What follows belongs to an exercise in optimizing a design on an open flow for small area and a short achievable clock period; a production flow would make more cautious choices.
The RTL was checked by simulation tests, not by an equivalence proof against the original design.
No activity file was given, so power comes from the tool's default toggle rates.

## til_lane_unit
module til_lane_unit #(
    parameter LANES = 4
) (
    input                    clk,
    input                    rst,
    input                    issue,
    input  [35:0]            instr,
    input  [LANES*18-1:0]    opa,
    input  [LANES*18-1:0]    opb,
    input  [LANES-1:0]       a_end,
    input  [LANES-1:0]       assigned,
    input                    batch_start,
    input                    flag_clr,
    output [LANES-1:0]       wr_en,
    output [LANES*18-1:0]    wr_data,
    output [LANES-1:0]       pred,
    output [LANES*4-1:0]     flags,
    output reg               trap,
    output reg [3:0]         trap_code
);
Size in the first run: about 14,000 cells after synthesis, roughly 290 I/O pins, about 94,000 µm² of cells after synthesis.
Settings: LEC_CHECK=0, ABC_AREA=1, CAP_MARGIN=20, CORE_MARGIN=2, CORE_UTILIZATION=35, PLACE_DENSITY=0.42, SLEW_MARGIN=20, SYNTH_HIERARCHICAL=1; clock period 18.0 ns.
standard.sh (not shown) runs the stock make flow with config.mk's settings and CLKGATE_MAP_FILE= SYNTH_SCRIPT=/design/flow/synth_recipe.tcl, a recipe that flattens the netlist after the stock synthesis.
==> flow/flow/run.sh <==
#!/bin/bash
# Layout flow: the standard ORFS flow (standard.sh, standard synthesis
# unchanged) with three changes.
#  - SETUP_SLACK_MARGIN=9: repair_timing is asked for more setup slack than
#    the 18 ns constraint needs, so that it keeps shortening the worst path.
#  - TNS_END_PERCENT=0: it works on the worst endpoint only.
#  - BUFFER_PORTS_ARGS: every input and output port still gets its own
#    buffer, but a buf_2 rather than the default clkdlybuf4s50_1 delay cell.
# make's output goes to flow.log; each ORFS step writes its own log under
# orfs/logs/.
set -euo pipefail
bash standard.sh SETUP_SLACK_MARGIN=9 TNS_END_PERCENT=0 \
    'BUFFER_PORTS_ARGS=-buffer_cell sky130_fd_sc_hd__buf_2' finish > flow.log 2>&1
Next try:
--- a/flow/design.v
+++ b/flow/design.v
@@ -19,38 +19,39 @@
     output reg        p,
     output reg [3:0]  flags,
     output reg        wr_en,
     output reg [17:0] wr_data
 );
     reg [41:0] acc0, acc1;
     reg        sat0, sat1, sgn0, sgn1;
     wire en = exec & (p | ctl[27]);
-    wire bg     = !(opc[2] | (opc[1] & opc[0]));
+    wire bg;
+    til_bg u_bg (.opc(opc[2:0]), .bg(bg));    
     wire ten    = !bg;
     wire accen  = !opc[1] | opc[2];
     wire tsl    = ten & !bfld[5];
     wire tsh    = ten &  bfld[5];
     wire opc0   = opc[0];
     wire acc_grp = (opc[5:2] == 4'b0100) | (opc == 6'h14);
     wire acc_ld  = opc[2] | (opc[1] & opc[0]);
     wire accw    = take_dz & acc_grp & !(acc_ld & ld_bad);
-    wire [19:0] xm = {{2{v[1] & a[17]}}, a};
+    wire [19:0] xm = {{2{v[1] & a[17]}}, a} & {20{bg}};
     wire [20:0] y  = {{2{v[0] & b[17]}}, b, 1'b0};
     wire [19:0] pp [0:9];
     wire [9:0]  bneg;
     wire [9:0]  ppc;
     genvar i, j;
     generate
         for (i = 0; i < 10; i = i + 1) begin : g_booth
             wire y2 = y[2*i+2];
             wire y1 = y[2*i+1];
             wire y0 = y[2*i];
-            wire one = (y1 ^ y0) & bg;
-            wire two = ((y2 & ~y1 & ~y0) | (~y2 & y1 & y0)) & bg;
+            wire one = y1 ^ y0;
+            wire two = (y2 & ~y1 & ~y0) | (~y2 & y1 & y0);
             assign bneg[i] = y2 ^ opc0;
             assign pp[i][0] = (one & xm[0]) ^ bneg[i];
             for (j = 1; j < 20; j = j + 1) begin : g_pp
                 assign pp[i][j] = ((one & xm[j]) | (two & xm[j-1])) ^ bneg[i];
             end
             assign ppc[i] = ((one & xm[19]) | (two & xm[18])) ^ !bneg[i];
         end
     endgenerate
@@ -580,19 +581,34 @@
     wire fs220, fc220;
     til_fa u_fs220 (.a(hc29), .b(hs30), .c(trow[40]), .s(fs220), .co(fc220));
     wire fs221, fc221;
     til_fa u_fs221 (.a(accrn[41]), .b(hc30), .c(trow[41]), .s(fs221), .co(fc221));
     wire [43:0] tsum = {1'b1, fc221, fc220, fc219, fc218, fc217, fc216, fc215, fc214, fc213, fc212, fc211, fc210, fc209, fc208, fc207, fc206, fc205, fc204, fc203, fc202, fc201, fc200, fc199, fc198, fc197, fc196, fc195, fc194, fc193, fc192, fc191, fc190, fc189, fc188, fc187, fc186, fc185, fc184, fc183, fc182, fc181, hc31, trow[0]};
     wire [43:0] tcar = {1'b0, trown42, fs221, fs220, fs219, fs218, fs217, fs216, fs215, fs214, fs213, fs212, fs211, fs210, fs209, fs208, fs207, fs206, fs205, fs204, fs203, fs202, fs201, fs200, fs199, fs198, fs197, fs196, fs195, fs194, fs193, fs192, fs191, fs190, fs189, fs188, fs187, fs186, fs185, fs184, fs183, fs182, fs181, hs31};
     wire [43:0] cg0 = tsum & tcar;
     wire [43:0] cp0 = tsum ^ tcar;
-    wire [42:0] cgo;
-    til_pfx u_pfx (.g(cg0[42:0]), .p(cp0[42:0]), .c(cgo));
-    wire [43:0] ccar = {cgo, 1'b0};               
+    wire [43:0] cg [0:6];
+    wire [43:0] cp [0:6];
+    assign cg[0] = cg0;
+    assign cp[0] = cp0;
+    generate
+        for (i = 0; i < 6; i = i + 1) begin : g_pfx
+            for (j = 0; j < 44; j = j + 1) begin : g_bit
+                if ((j >> i) & 1) begin : g_op
+                    assign cg[i+1][j] = cg[i][j] | (cp[i][j] & cg[i][((j >> i) << i) - 1]);
+                    assign cp[i+1][j] = cp[i][j] & cp[i][((j >> i) << i) - 1];
+                end else begin : g_pass
+                    assign cg[i+1][j] = cg[i][j];
+                    assign cp[i+1][j] = cp[i][j];
+                end
+            end
+        end
+    endgenerate
+    wire [43:0] ccar = {cg[6][42:0], 1'b0};        
     wire [43:0] ssum = cp0 ^ ccar;
     wire [2:0]  top0 = tsum[43:41] + tcar[43:41];
     wire [2:0]  top1 = tsum[43:41] + tcar[43:41] + 3'd1;
     wire        ovf0 = !(top0 == 3'b000 || top0 == 3'b111);
     wire        ovf1 = !(top1 == 3'b000 || top1 == 3'b111);
     wire        ovf  = ccar[41] ? ovf1 : ovf0;
     wire        big  = ctl[3] & unfit;
     wire        sat_acc = ovf | big;
@@ -747,40 +763,21 @@
     input  a,
     input  b,
     output s,
     output co
 );
     assign s  = a ^ b;
     assign co = a & b;
 endmodule
-module til_pfx (
-    input  [42:0] g,
-    input  [42:0] p,
-    output [42:0] c
+module til_bg (
+    input  [2:0] opc,
+    output       bg
 );
-    genvar i, j;
-    wire [42:0] cg [0:6];
-    wire [42:0] cp [0:6];
-    assign cg[0] = g;
-    assign cp[0] = p;
-    generate
-        for (i = 0; i < 6; i = i + 1) begin : g_pfx
-            for (j = 0; j < 43; j = j + 1) begin : g_bit
-                if ((j >> i) & 1) begin : g_op
-                    assign cg[i+1][j] = cg[i][j] | (cp[i][j] & cg[i][((j >> i) << i) - 1]);
-                    assign cp[i+1][j] = cp[i][j] & cp[i][((j >> i) << i) - 1];
-                end else begin : g_pass
-                    assign cg[i+1][j] = cg[i][j];
-                    assign cp[i+1][j] = cp[i][j];
-                end
-            end
-        end
-    endgenerate
-    assign c = cg[6];
+    assign bg = !(opc[2] | (opc[1] & opc[0]));
 endmodule
 module til_lane_unit #(
     parameter LANES = 4
 ) (
     input                    clk,
     input                    rst,
     input                    issue,
     input  [35:0]            instr,
Effect: Fmax drops by 2.1%. Non-clock buffer count came out lower by 52. Wire length drops by 1.7%. Worst setup slack got worse by 0.20 ns. Global-route usage went down by 0.27 points. Combinational power falls by about 3%. First-iteration DRC count went down by 1.7%. Die area drops by 0.49%. Via count decreases by 1.7%. Total power came out lower by 2.3%. Final cell count went down by 0.94%. Cell area went down by 0.30%. Synthesized area came out lower by 0.49%.

-- re-timing with driven ports --
The results above use ideal ports. As a check the final layouts listed here were re-extracted and re-timed, cells and wires unchanged.
Step 1, drivers: a clkbuf_16 drives clk and a buf_2 each remaining input, both assumed.
Step 2 also shifts input and output timing later by t, the mid clock arrival at the registers, as if the neighbouring blocks saw the same clock.
a / b / c = ideal ports / drivers / drivers and shift; a / b = the first two.
run | t, ns | slack for setup (ns) | worst setup path at the end | worst slew at a driven data input, ns | pins driven straight from the clock port
the first run | 0.855 | 8.764 / 8.749 / 7.895 | input to register | 0.21 | 1
the second run | 0.869 | 8.566 / 8.587 / 7.718 | input to register | 0.26 | 1
After both steps every run listed still meets setup and hold. The setup slack of the first run, which loses most, moves by -0.015 ns with the drivers and by -0.869 ns with both steps.
